This is an optimization exercise on Yosys and OpenROAD, whose aim is small area, a short achievable clock period and few clock cycles, not a production implementation.
Only simulation tests tie the RTL to the original design; equivalence was not proved.
Power and IR drop assume default switching activity.

==> job 5093: inputs <==
## lane_core
module lane_core (
    input  wire        clk,
    input  wire        rst,           
    input  wire        start,         
    input  wire [11:0] entry,
    input  wire [31:0] arg0,
    output reg         busy,
    output reg         done,          
    output wire [11:0] imem_addr,
    input  wire [31:0] imem_data,
    output wire [14:0] dmem_addr,
    input  wire [15:0] dmem_rdata,
    output wire [13:0] cmem_addr,
    input  wire [15:0] cmem_rdata,
    output reg         mem_we,
    output reg         mem_wsel,      
    output reg  [14:0] mem_waddr,
    output reg  [15:0] mem_wdata,
    output reg         put_valid,
    output reg  [13:0] put_sig,
    output reg  [31:0] put_data,
    output reg         evt_valid,
    output reg         evt_class,
    output reg  [15:0] evt_code,
    output reg         inh
);
clock: 25.0 ns
lec_check: 0
cap_margin: 20
core_margin: 2
core_utilization: 55
cts_cluster_diameter: 150
cts_cluster_size: 20
slew_margin: 50
run.sh (not shown) runs the stock make flow with config.mk's settings and CLKGATE_MAP_FILE= SYNTH_SCRIPT=/design/flow/synth_recipe.tcl, a recipe that flattens the netlist after the stock synthesis.
==> inputs of job 9347, as changes to job 5093 <==
--- a/flow/design.v
+++ b/flow/design.v
@@ -80,26 +80,25 @@
     reg [3:0]  e_dwi;
     reg        e_dwe, e_ld2, e_p2;
     reg        e_end, e_br, e_loopi, e_loopr, e_inh, e_evt, e_ldi, e_movx, e_setm;
     reg        e_ld, e_st, e_lim, e_put, e_putw, e_mul, e_rm, e_mm, e_mpyu;
     reg        e_add, e_sub, e_minmax, e_log, e_shd, e_cmp, e_acc, e_sha, e_mva, e_mvd, e_norm;
     reg        e_movx_ptr, e_movx_rsr;
     reg [1:0]  e_wk;
     reg [4:0]  e_lamt, e_shm1;          
-    reg [5:0]  e_famt;
+    reg [5:0]  e_famt, e_sh16;
     reg        e_shaneg, e_mvar, e_sh0, e_sat;
     reg        w_valid;
     reg        w_a;
     reg        w_cx0, w_cyp, w_cya, w_csub, w_cabs, w_czs;    
     reg        w_cr0, w_crs, w_crb;                           
     reg        w_cwa, w_cnz, w_cv, w_csv;                     
     reg [39:0] w_ps, w_pc;              
     reg        w_psg;                   
-    reg [39:0] w_Aa, w_Ab;              
     reg  [11:0] r_ia;                   
     assign imem_addr = r_ia;
     wire [5:0]  fop  = imem_data[31:26];
     wire        f_j0 = ~fop[5] & ~fop[4] & ~fop[3];
     wire        f_pj = f_j0 & ~fop[0] & (fop[2] ^ fop[1]);            
     wire        f_pr = f_j0 & fop[0] & fop[2] & ~fop[1];             
     wire        ret_ok = ~(d_valid & (d_call | d_ret));
     wire [11:0] fpc1 = fpc + 12'd1;
@@ -314,18 +313,18 @@
     wire [14:0] shd_msk = ~({15{1'b1}} >> shd_n[3:0]);
     wire        shd_big = ~e_ir[5] & (|(shd_d & shd_msk));
     wire [15:0] shd_res = shd_n[4] ? shd_rw[15:0] :
                           shd_big  ? (rA[15] ? 16'h8000 : 16'h7FFF) : shd_l;
     wire        shd_sv  = ~shd_n[4] & shd_big;
     wire        mva_inc = e_mvar & ~e_sh0 & Aa[e_shm1];
     wire [46:0] mva_x   = {{7{Aa[39]}}, Aa};
     wire [15:0] mva_s   = mva_x[e_lamt +: 16];
-    wire        mva_inr = ({1'b0, norm_r} <= 7'd15 + {2'b0, e_lamt});
-    wire        mva_m1  = Aa[39] & ({1'b0, norm_r} == 7'd16 + {2'b0, e_lamt}) & (mva_s[14:0] == {15{1'b1}});
+    wire        mva_inr = (norm_r < e_sh16);
+    wire        mva_m1  = Aa[39] & (norm_r == e_sh16) & (mva_s[14:0] == {15{1'b1}});
     wire        mva_max = mva_inr & ~Aa[39] & (mva_s == 16'h7FFF);
     wire        mva_big = (~mva_inr & ~(mva_m1 & mva_inc)) | (mva_max & mva_inc);
     wire [15:0] mva_low = mva_s + {15'd0, mva_inc};
     wire [15:0] mva_res = (e_sat & mva_big) ? (Aa[39] ? 16'h8000 : 16'h7FFF) : mva_low;
     wire        mva_zero = ~(e_sat & mva_big) &
                            (mva_inc ? (mva_s == 16'hFFFF) : (mva_s == 16'd0));
     wire [4:0] sp = e_ir[21:17];
     reg [15:0] special;
@@ -392,18 +391,18 @@
         if (e_lim)    begin e_nzw = 1'b1; e_nv = lim_res[15]; e_zv = (lim_res == 16'd0); end
         if (e_log)    begin e_nzw = 1'b1; e_nv = log_res[15]; e_zv = (log_res == 16'd0); end
         if (e_shd)    begin e_nzw = 1'b1; e_nv = shd_res[15]; e_zv = (shd_res == 16'd0); e_setsv = shd_sv; end
         if (e_mva)    begin e_nzw = 1'b1; e_nv = mva_res[15]; e_zv = mva_zero; e_setsv = e_sat & mva_big; end
         if (e_sha)    e_setv = ~e_shaneg & lsh_ov;
         if (e_mvd)    e_setv = lsh_ov;
     end
     wire e_movx_wsr = e_movx & e_ir[16] & (sp == 5'b11000);
-    wire [39:0] wAa = w_Aa;
-    wire [39:0] wAb = w_Ab;
+    wire [39:0] wAa = w_a ? A1 : A0;
+    wire [39:0] wAb = w_a ? A0 : A1;
     wire        asb = w_csub | (w_cabs & wAa[39]);
     wire [39:0] ax  = w_cx0 ? 40'd0 : wAa;
     wire [39:0] ay  = w_cyp ? w_ps : w_cya ? wAa : wAb;
     wire [39:0] az  = w_cyp ? w_pc : 40'd0;
     wire        ysg = w_cyp ? w_psg : w_cya ? wAa[39] : wAb[39];
     wire [39:0] wy  = ay ^ {40{asb}};
     wire [39:0] wz  = az ^ {40{w_czs}};
     wire [39:0] ws1 = ax ^ wy ^ wz;
@@ -416,39 +415,59 @@
     wire        acc_lo =  wAa[39] & (wAa[38:31] != 8'hFF);
     wire [39:0] wres = w_cr0  ? 40'd0 :
                        w_crs  ? (acc_hi ? 40'h00_7FFF_FFFF : acc_lo ? 40'hFF_8000_0000 : wAa) :
                        w_crb  ? wAb : wsum;
     wire w_setv  = w_vv & wovf;
     wire w_setsv = w_svv & (acc_hi | acc_lo);
     wire m_hold  = m_haz;
     wire m_go    = m_valid & ~m_hold & ~kill;
-    wire spec_me = (m_valid & m_spec) | (e_valid & (e_br | e_loopr));
+    wire [2:0] mcc = m_ir[24:22];
+    reg  cc_m;
+    always @(*) begin
+        case (mcc)
+            3'd0: cc_m = f_z;
+            3'd1: cc_m = !f_z;
+            3'd2: cc_m = f_n;
+            3'd3: cc_m = !f_n;
+            3'd4: cc_m = !f_n && !f_z;
+            3'd5: cc_m = f_n || f_z;
+            3'd6: cc_m = f_v;
+            default: cc_m = f_sv;
+        endcase
+    end
+    wire e_fnz = e_valid & (e_add | e_sub | e_cmp | e_minmax | e_log | e_shd | e_lim | e_mva | e_movx_wsr);
+    wire e_fv  = e_valid & (e_sha | e_mvd | e_movx_wsr);
+    wire e_fsv = e_valid & (e_add | e_sub | e_shd | e_mva | e_movx_wsr);
+    wire m_res = (~mcc[2] | ~mcc[1]) ? ~(e_fnz | w_nz) : mcc[0] ? ~(e_fsv | w_svv) : ~(e_fv | w_vv);
+    wire m_brr = m_go & (mop == OP_BR) & m_res;           
+    wire mkill = m_brr & cc_m;
+    wire spec_me = (m_valid & m_spec & ~m_brr) | (e_valid & (e_br | e_loopr));
     wire d_ctl   = d_call | d_ret | d_loop | (dop == OP_LDP) | (dop == OP_LDM) | (dop == OP_LDZ);
     wire d_hz    = dd_useptr & ((m_valid & m_movx_ptr) | (e_valid & e_movx_ptr));
     wire d_hold  = m_hold | (d_valid & (d_hz | (d_ctl & spec_me)));
-    wire d_go    = d_valid & ~d_hold & ~kill;
+    wire d_go    = d_valid & ~d_hold & ~kill & ~mkill;
     wire d_redir = d_go & (((d_jmp | d_call | d_ret) & ~d_pred) | (d_loopi & d_cnt0));
     wire d_stop  = d_go & d_end;
     reg  [11:0] d_target;
     always @(*) begin
         if (d_ret)        d_target = stk_top;
         else if (d_loopi) d_target = d_ir[11:0] + 12'd1;
         else              d_target = d_ir[11:0];
     end
     wire spec_any = (d_valid & (d_br | d_loopr)) | spec_me;
     wire f_block  = (le_hit & spec_any) |
                     (d_valid & d_loop & (d_ir[11:0] == fpc)) |
                     (m_valid & m_loopr & (m_ir[11:0] == fpc)) |
                     (e_valid & e_loopr & (e_ir[11:0] == fpc));
-    wire f_acc    = f_run & ~d_hold & ~f_block & ~kill & ~d_redir & ~d_stop;
+    wire f_acc    = f_run & ~d_hold & ~f_block & ~kill & ~mkill & ~d_redir & ~d_stop;
     wire start_go = start & idle;
     wire        f_psel = f_acc & ~le_hit & (f_pj | (f_pr & ret_ok));
     wire [11:0] f_ptgt = fop[0] ? stk_top : imem_data[11:0];
-    wire [11:0] pc_oth = kill ? redir_pc : d_redir ? d_target : f_acc ? le_pc : fpc;
+    wire [11:0] pc_oth = kill ? redir_pc : mkill ? m_ir[11:0] : d_redir ? d_target : f_acc ? le_pc : fpc;
     wire [11:0] pc_nx  = f_psel ? f_ptgt : pc_oth;
     always @(posedge clk) begin
         if (rst) begin
             busy      <= 1'b0;
             idle      <= 1'b1;
             done      <= 1'b0;
             init      <= 1'b0;
             f_run     <= 1'b0;
@@ -471,22 +490,22 @@
             if (start_go) begin
                 busy  <= 1'b1;
                 idle  <= 1'b0;
                 f_run <= 1'b1;
             end else if (kill & e_end) begin
                 busy  <= 1'b0;
                 idle  <= 1'b1;
                 f_run <= 1'b0;
-            end else if (kill) begin
+            end else if (kill | mkill) begin
                 f_run <= 1'b1;
             end else if (d_stop) begin
                 f_run <= 1'b0;
             end
-            if (kill)
+            if (kill | mkill)
                 d_valid <= 1'b0;
             else if (!d_hold)
                 d_valid <= f_acc;
             if (kill)
                 m_valid <= 1'b0;
             else if (!m_hold)
                 m_valid <= d_go;
             e_valid <= m_go;
@@ -627,17 +646,17 @@
             e_dec0 <= m_dec0; e_clr0 <= m_clr0; e_dec1 <= m_dec1; e_clr1 <= m_clr1;
             e_lidx <= m_lidx;
             e_dm <= (mop == OP_MOVX) ? m_pmz : dm_cap;
             e_cm <= (mop == OP_ST) ? {1'b0, m_staddr} : cm_cap;
             e_wsel <= m_ir[21];
             rA <= op_a; rB <= op_b; rC <= op_c;
             e_dwe <= md_dwe; e_dwi <= md_dwi; e_ld2 <= (mop == OP_LD2);
             e_p2  <= md_rm ? m_ir[17] : m_ir[21];
-            e_end <= (mop == OP_END); e_br <= (mop == OP_BR);
+            e_end <= (mop == OP_END); e_br <= (mop == OP_BR) & ~m_res;
             e_loopi <= (mop == OP_LOOP) & m_ir[25];
             e_loopr <= (mop == OP_LOOP) & ~m_ir[25];
             e_inh <= (mop == OP_INH); e_evt <= (mop == OP_EVT);
             e_ldi <= (mop == OP_LDI); e_movx <= (mop == OP_MOVX);
             e_setm <= (mop == OP_SETM); e_ld <= (mop == OP_LD); e_st <= (mop == OP_ST);
             e_lim <= (mop == OP_LIM); e_put <= md_put; e_putw <= md_putw;
             e_mul <= md_mpy | md_mac | md_msu; e_rm <= md_rm; e_mm <= md_mm;
             e_mpyu <= (mop == OP_MPYU);
@@ -647,25 +666,24 @@
             e_shd <= (mop == OP_SHD); e_cmp <= (mop == OP_CMP); e_acc <= (mop == OP_ACC);
             e_sha <= (mop == OP_SHA); e_mva <= (mop == OP_MVA); e_mvd <= (mop == OP_MVD);
             e_norm <= (mop == OP_NORM);
             e_lamt   <= ((mop == OP_MVD) | (mop == OP_MVA)) ? m_sh : m_shn[4:0];
             e_famt   <= (mop == OP_MVD) ? 6'd31 - {1'b0, m_sh} : 6'd31 - m_shn;
             e_shaneg <= m_shn[5];
             e_mvar   <= rnd_f | m_ir[7];
             e_shm1   <= m_sh - 5'd1;
+            e_sh16   <= 6'd16 + {1'b0, m_sh};
             e_sh0    <= (m_sh == 5'd0);
             e_sat    <= sat_f;
             e_movx_ptr <= (mop == OP_MOVX) & m_ir[16] & (m_ir[21:20] != 2'b11);
             e_movx_rsr <= (mop == OP_MOVX) & ~m_ir[16] & (m_ir[21:17] == 5'b11000);
         end
     end
     always @(posedge clk) begin
-        w_Aa <= (w_awr & (w_a == e_ir[25])) ? wres : (e_ir[25] ? A1 : A0);
-        w_Ab <= (w_awr & (w_a != e_ir[25])) ? wres : (e_ir[25] ? A0 : A1);
         begin
             w_a   <= e_ir[25];
             w_cx0  <= (e_wk == 2'd0) | ((e_wk == 2'd3) & ((e_ir[2:0] == 3'd3) | (e_ir[2:0] == 3'd4)));
             w_cyp  <= (e_wk != 2'd3);
             w_cya  <= (e_wk == 2'd3) & ((e_ir[2:0] == 3'd3) | (e_ir[2:0] == 3'd4));
             w_csub <= (e_wk == 2'd2) | ((e_wk == 2'd3) & ((e_ir[2:0] == 3'd2) | (e_ir[2:0] == 3'd3) | (e_ir[2:0] == 3'd7)));
             w_cabs <= (e_wk == 2'd3) & (e_ir[2:0] == 3'd4);
             w_czs  <= (e_wk == 2'd2);
==> flow/flow/run.sh (new file) <==
#!/bin/bash
# Layout: the standard ORFS flow (standard.sh, its synthesis unchanged),
# with the timing repair of floorplan, CTS and global route aimed at the
# period this design reaches rather than only at the 25 ns clock, free to
# resize cells across footprints, and without gate cloning.
set -euo pipefail
bash standard.sh SETUP_SLACK_MARGIN=18.8 SKIP_GATE_CLONING=1 MATCH_CELL_FOOTPRINT=0 finish > flow_make.log 2>&1
==> flow/standard.sh (new file) <==
#!/bin/bash
# synth_recipe.tcl (not shown) runs the flow's synth.tcl, then flattens the netlist and writes it again
# the make line also repeats each setting of config.mk as NAME=value (left out here)
make -C /OpenROAD-flow-scripts/flow DESIGN_CONFIG=/design/flow/config.mk WORK_HOME=/design/flow/orfs CLKGATE_MAP_FILE= SYNTH_SCRIPT=/design/flow/synth_recipe.tcl "${@:-finish}"
Settings changed: ABC_AREA set to 1, CTS_CLUSTER_SIZE 20 to 18.
removed: flow/run.sh
==> inputs of job 2437, as changes to job 5093 <==
--- a/flow/design.v
+++ b/flow/design.v
@@ -80,26 +80,25 @@
     reg [3:0]  e_dwi;
     reg        e_dwe, e_ld2, e_p2;
     reg        e_end, e_br, e_loopi, e_loopr, e_inh, e_evt, e_ldi, e_movx, e_setm;
     reg        e_ld, e_st, e_lim, e_put, e_putw, e_mul, e_rm, e_mm, e_mpyu;
     reg        e_add, e_sub, e_minmax, e_log, e_shd, e_cmp, e_acc, e_sha, e_mva, e_mvd, e_norm;
     reg        e_movx_ptr, e_movx_rsr;
     reg [1:0]  e_wk;
     reg [4:0]  e_lamt, e_shm1;          
-    reg [5:0]  e_famt;
+    reg [5:0]  e_famt, e_sh16;
     reg        e_shaneg, e_mvar, e_sh0, e_sat;
     reg        w_valid;
     reg        w_a;
     reg        w_cx0, w_cyp, w_cya, w_csub, w_cabs, w_czs;    
     reg        w_cr0, w_crs, w_crb;                           
     reg        w_cwa, w_cnz, w_cv, w_csv;                     
     reg [39:0] w_ps, w_pc;              
     reg        w_psg;                   
-    reg [39:0] w_Aa, w_Ab;              
     reg  [11:0] r_ia;                   
     assign imem_addr = r_ia;
     wire [5:0]  fop  = imem_data[31:26];
     wire        f_j0 = ~fop[5] & ~fop[4] & ~fop[3];
     wire        f_pj = f_j0 & ~fop[0] & (fop[2] ^ fop[1]);            
     wire        f_pr = f_j0 & fop[0] & fop[2] & ~fop[1];             
     wire        ret_ok = ~(d_valid & (d_call | d_ret));
     wire [11:0] fpc1 = fpc + 12'd1;
@@ -314,18 +313,18 @@
     wire [14:0] shd_msk = ~({15{1'b1}} >> shd_n[3:0]);
     wire        shd_big = ~e_ir[5] & (|(shd_d & shd_msk));
     wire [15:0] shd_res = shd_n[4] ? shd_rw[15:0] :
                           shd_big  ? (rA[15] ? 16'h8000 : 16'h7FFF) : shd_l;
     wire        shd_sv  = ~shd_n[4] & shd_big;
     wire        mva_inc = e_mvar & ~e_sh0 & Aa[e_shm1];
     wire [46:0] mva_x   = {{7{Aa[39]}}, Aa};
     wire [15:0] mva_s   = mva_x[e_lamt +: 16];
-    wire        mva_inr = ({1'b0, norm_r} <= 7'd15 + {2'b0, e_lamt});
-    wire        mva_m1  = Aa[39] & ({1'b0, norm_r} == 7'd16 + {2'b0, e_lamt}) & (mva_s[14:0] == {15{1'b1}});
+    wire        mva_inr = (norm_r < e_sh16);
+    wire        mva_m1  = Aa[39] & (norm_r == e_sh16) & (mva_s[14:0] == {15{1'b1}});
     wire        mva_max = mva_inr & ~Aa[39] & (mva_s == 16'h7FFF);
     wire        mva_big = (~mva_inr & ~(mva_m1 & mva_inc)) | (mva_max & mva_inc);
     wire [15:0] mva_low = mva_s + {15'd0, mva_inc};
     wire [15:0] mva_res = (e_sat & mva_big) ? (Aa[39] ? 16'h8000 : 16'h7FFF) : mva_low;
     wire        mva_zero = ~(e_sat & mva_big) &
                            (mva_inc ? (mva_s == 16'hFFFF) : (mva_s == 16'd0));
     wire [4:0] sp = e_ir[21:17];
     reg [15:0] special;
@@ -392,18 +391,18 @@
         if (e_lim)    begin e_nzw = 1'b1; e_nv = lim_res[15]; e_zv = (lim_res == 16'd0); end
         if (e_log)    begin e_nzw = 1'b1; e_nv = log_res[15]; e_zv = (log_res == 16'd0); end
         if (e_shd)    begin e_nzw = 1'b1; e_nv = shd_res[15]; e_zv = (shd_res == 16'd0); e_setsv = shd_sv; end
         if (e_mva)    begin e_nzw = 1'b1; e_nv = mva_res[15]; e_zv = mva_zero; e_setsv = e_sat & mva_big; end
         if (e_sha)    e_setv = ~e_shaneg & lsh_ov;
         if (e_mvd)    e_setv = lsh_ov;
     end
     wire e_movx_wsr = e_movx & e_ir[16] & (sp == 5'b11000);
-    wire [39:0] wAa = w_Aa;
-    wire [39:0] wAb = w_Ab;
+    wire [39:0] wAa = w_a ? A1 : A0;
+    wire [39:0] wAb = w_a ? A0 : A1;
     wire        asb = w_csub | (w_cabs & wAa[39]);
     wire [39:0] ax  = w_cx0 ? 40'd0 : wAa;
     wire [39:0] ay  = w_cyp ? w_ps : w_cya ? wAa : wAb;
     wire [39:0] az  = w_cyp ? w_pc : 40'd0;
     wire        ysg = w_cyp ? w_psg : w_cya ? wAa[39] : wAb[39];
     wire [39:0] wy  = ay ^ {40{asb}};
     wire [39:0] wz  = az ^ {40{w_czs}};
     wire [39:0] ws1 = ax ^ wy ^ wz;
@@ -416,39 +415,59 @@
     wire        acc_lo =  wAa[39] & (wAa[38:31] != 8'hFF);
     wire [39:0] wres = w_cr0  ? 40'd0 :
                        w_crs  ? (acc_hi ? 40'h00_7FFF_FFFF : acc_lo ? 40'hFF_8000_0000 : wAa) :
                        w_crb  ? wAb : wsum;
     wire w_setv  = w_vv & wovf;
     wire w_setsv = w_svv & (acc_hi | acc_lo);
     wire m_hold  = m_haz;
     wire m_go    = m_valid & ~m_hold & ~kill;
-    wire spec_me = (m_valid & m_spec) | (e_valid & (e_br | e_loopr));
+    wire [2:0] mcc = m_ir[24:22];
+    reg  cc_m;
+    always @(*) begin
+        case (mcc)
+            3'd0: cc_m = f_z;
+            3'd1: cc_m = !f_z;
+            3'd2: cc_m = f_n;
+            3'd3: cc_m = !f_n;
+            3'd4: cc_m = !f_n && !f_z;
+            3'd5: cc_m = f_n || f_z;
+            3'd6: cc_m = f_v;
+            default: cc_m = f_sv;
+        endcase
+    end
+    wire e_fnz = e_valid & (e_add | e_sub | e_cmp | e_minmax | e_log | e_shd | e_lim | e_mva | e_movx_wsr);
+    wire e_fv  = e_valid & (e_sha | e_mvd | e_movx_wsr);
+    wire e_fsv = e_valid & (e_add | e_sub | e_shd | e_mva | e_movx_wsr);
+    wire m_res = (~mcc[2] | ~mcc[1]) ? ~(e_fnz | w_nz) : mcc[0] ? ~(e_fsv | w_svv) : ~(e_fv | w_vv);
+    wire m_brr = m_go & (mop == OP_BR) & m_res;           
+    wire mkill = m_brr & cc_m;
+    wire spec_me = (m_valid & m_spec & ~m_brr) | (e_valid & (e_br | e_loopr));
     wire d_ctl   = d_call | d_ret | d_loop | (dop == OP_LDP) | (dop == OP_LDM) | (dop == OP_LDZ);
     wire d_hz    = dd_useptr & ((m_valid & m_movx_ptr) | (e_valid & e_movx_ptr));
     wire d_hold  = m_hold | (d_valid & (d_hz | (d_ctl & spec_me)));
-    wire d_go    = d_valid & ~d_hold & ~kill;
+    wire d_go    = d_valid & ~d_hold & ~kill & ~mkill;
     wire d_redir = d_go & (((d_jmp | d_call | d_ret) & ~d_pred) | (d_loopi & d_cnt0));
     wire d_stop  = d_go & d_end;
     reg  [11:0] d_target;
     always @(*) begin
         if (d_ret)        d_target = stk_top;
         else if (d_loopi) d_target = d_ir[11:0] + 12'd1;
         else              d_target = d_ir[11:0];
     end
     wire spec_any = (d_valid & (d_br | d_loopr)) | spec_me;
     wire f_block  = (le_hit & spec_any) |
                     (d_valid & d_loop & (d_ir[11:0] == fpc)) |
                     (m_valid & m_loopr & (m_ir[11:0] == fpc)) |
                     (e_valid & e_loopr & (e_ir[11:0] == fpc));
-    wire f_acc    = f_run & ~d_hold & ~f_block & ~kill & ~d_redir & ~d_stop;
+    wire f_acc    = f_run & ~d_hold & ~f_block & ~kill & ~mkill & ~d_redir & ~d_stop;
     wire start_go = start & idle;
     wire        f_psel = f_acc & ~le_hit & (f_pj | (f_pr & ret_ok));
     wire [11:0] f_ptgt = fop[0] ? stk_top : imem_data[11:0];
-    wire [11:0] pc_oth = kill ? redir_pc : d_redir ? d_target : f_acc ? le_pc : fpc;
+    wire [11:0] pc_oth = kill ? redir_pc : mkill ? m_ir[11:0] : d_redir ? d_target : f_acc ? le_pc : fpc;
     wire [11:0] pc_nx  = f_psel ? f_ptgt : pc_oth;
     always @(posedge clk) begin
         if (rst) begin
             busy      <= 1'b0;
             idle      <= 1'b1;
             done      <= 1'b0;
             init      <= 1'b0;
             f_run     <= 1'b0;
@@ -471,22 +490,22 @@
             if (start_go) begin
                 busy  <= 1'b1;
                 idle  <= 1'b0;
                 f_run <= 1'b1;
             end else if (kill & e_end) begin
                 busy  <= 1'b0;
                 idle  <= 1'b1;
                 f_run <= 1'b0;
-            end else if (kill) begin
+            end else if (kill | mkill) begin
                 f_run <= 1'b1;
             end else if (d_stop) begin
                 f_run <= 1'b0;
             end
-            if (kill)
+            if (kill | mkill)
                 d_valid <= 1'b0;
             else if (!d_hold)
                 d_valid <= f_acc;
             if (kill)
                 m_valid <= 1'b0;
             else if (!m_hold)
                 m_valid <= d_go;
             e_valid <= m_go;
@@ -627,17 +646,17 @@
             e_dec0 <= m_dec0; e_clr0 <= m_clr0; e_dec1 <= m_dec1; e_clr1 <= m_clr1;
             e_lidx <= m_lidx;
             e_dm <= (mop == OP_MOVX) ? m_pmz : dm_cap;
             e_cm <= (mop == OP_ST) ? {1'b0, m_staddr} : cm_cap;
             e_wsel <= m_ir[21];
             rA <= op_a; rB <= op_b; rC <= op_c;
             e_dwe <= md_dwe; e_dwi <= md_dwi; e_ld2 <= (mop == OP_LD2);
             e_p2  <= md_rm ? m_ir[17] : m_ir[21];
-            e_end <= (mop == OP_END); e_br <= (mop == OP_BR);
+            e_end <= (mop == OP_END); e_br <= (mop == OP_BR) & ~m_res;
             e_loopi <= (mop == OP_LOOP) & m_ir[25];
             e_loopr <= (mop == OP_LOOP) & ~m_ir[25];
             e_inh <= (mop == OP_INH); e_evt <= (mop == OP_EVT);
             e_ldi <= (mop == OP_LDI); e_movx <= (mop == OP_MOVX);
             e_setm <= (mop == OP_SETM); e_ld <= (mop == OP_LD); e_st <= (mop == OP_ST);
             e_lim <= (mop == OP_LIM); e_put <= md_put; e_putw <= md_putw;
             e_mul <= md_mpy | md_mac | md_msu; e_rm <= md_rm; e_mm <= md_mm;
             e_mpyu <= (mop == OP_MPYU);
@@ -647,25 +666,24 @@
             e_shd <= (mop == OP_SHD); e_cmp <= (mop == OP_CMP); e_acc <= (mop == OP_ACC);
             e_sha <= (mop == OP_SHA); e_mva <= (mop == OP_MVA); e_mvd <= (mop == OP_MVD);
             e_norm <= (mop == OP_NORM);
             e_lamt   <= ((mop == OP_MVD) | (mop == OP_MVA)) ? m_sh : m_shn[4:0];
             e_famt   <= (mop == OP_MVD) ? 6'd31 - {1'b0, m_sh} : 6'd31 - m_shn;
             e_shaneg <= m_shn[5];
             e_mvar   <= rnd_f | m_ir[7];
             e_shm1   <= m_sh - 5'd1;
+            e_sh16   <= 6'd16 + {1'b0, m_sh};
             e_sh0    <= (m_sh == 5'd0);
             e_sat    <= sat_f;
             e_movx_ptr <= (mop == OP_MOVX) & m_ir[16] & (m_ir[21:20] != 2'b11);
             e_movx_rsr <= (mop == OP_MOVX) & ~m_ir[16] & (m_ir[21:17] == 5'b11000);
         end
     end
     always @(posedge clk) begin
-        w_Aa <= (w_awr & (w_a == e_ir[25])) ? wres : (e_ir[25] ? A1 : A0);
-        w_Ab <= (w_awr & (w_a != e_ir[25])) ? wres : (e_ir[25] ? A0 : A1);
         begin
             w_a   <= e_ir[25];
             w_cx0  <= (e_wk == 2'd0) | ((e_wk == 2'd3) & ((e_ir[2:0] == 3'd3) | (e_ir[2:0] == 3'd4)));
             w_cyp  <= (e_wk != 2'd3);
             w_cya  <= (e_wk == 2'd3) & ((e_ir[2:0] == 3'd3) | (e_ir[2:0] == 3'd4));
             w_csub <= (e_wk == 2'd2) | ((e_wk == 2'd3) & ((e_ir[2:0] == 3'd2) | (e_ir[2:0] == 3'd3) | (e_ir[2:0] == 3'd7)));
             w_cabs <= (e_wk == 2'd3) & (e_ir[2:0] == 3'd4);
             w_czs  <= (e_wk == 2'd2);
Settings changed: CTS_CLUSTER_SIZE 20 to 18.
==> qor summary <==
|  | job 9347 | job 2437 | job 5093 |
|---|---|---|---|
| Cell with the biggest individual delay on the critical path | sky130_fd_sc_hd__dfxtp_4 | sky130_fd_sc_hd__clkdlybuf4s50_1 | sky130_fd_sc_hd__dfxtp_1 |
| Worst-case hold path end point | e_clr1 | e_dec0 | e_dec0 |
| Standard-cell row count | 157 | 159 | 160 |
| Post-synth top area cell | sky130_fd_sc_hd__edfxtp_1 | sky130_fd_sc_hd__edfxtp_1 | sky130_fd_sc_hd__dfxtp_1 |
| Switching Share | 0.434 | 0.386 | 0.390 |
| Start point of the worst min-delay path | m_clr1 | m_dec0 | m_dec0 |
| Fraction of area in registers | 0.324 | 0.317 | 0.324 |
| Leakage power of the design | 0.0456 uW | 0.0418 uW | 0.0419 uW |
| Final Critical Period | 6420 ps | 7360 ps | 7140 ps |
| Height of the chip | 434 um | 439 um | 442 um |
| Reg area | 35800 um^2 | 35700 um^2 | 37200 um^2 |
| Largest fanout of any net on the critical path | 2 | 23 | 1 |
| Run status | no timing/DRC/antenna violations | no timing/DRC/antenna violations | no timing/DRC/antenna violations |
| Number of antenna repair diodes | 34 | 32 | 19 |
| Total length of routed met3 wires | 79800 um | 66700 um | 66000 um |
Testbench counts of job 5093, summed over its fixed seeds: cycles 274,543.
Testbench counts of job 9347, summed over its fixed seeds: cycles 271,873.
Testbench counts of job 2437, summed over its fixed seeds: cycles 271,873.

-- what the ideal ports hide --
How much do the figures lean on ideal ports? The routed layouts below were timed once more, with nothing changed but the port constraints.
Step 1, drivers: a clkbuf_16 drives clk and a buf_2 each remaining input, both assumed.
Step 2 times the ports against the registers' clock, not the clock port: input delays grow and output delays shrink by t, the midpoint of the rising clock arrivals with the driver on.
Three values: ideal ports, drivers, drivers and shift; two values: the first two.
run	t (ns)	setup slack, ns	worst setup path after step 2	worst data-port slew with drivers (ns)
job 5093	0.903	17.858 / 17.751 / 17.602	input to register	0.08
job 9347	0.917	18.577 / 18.476 / 18.042	input to register	0.09
job 2437	0.910	17.639 / 17.718 / 16.808	input to register	0.10
After both steps setup and hold are still met in every run listed. For job 2437, which loses most, drivers alone change the setup slack by +0.079 ns; drivers and shift together by -0.831 ns.
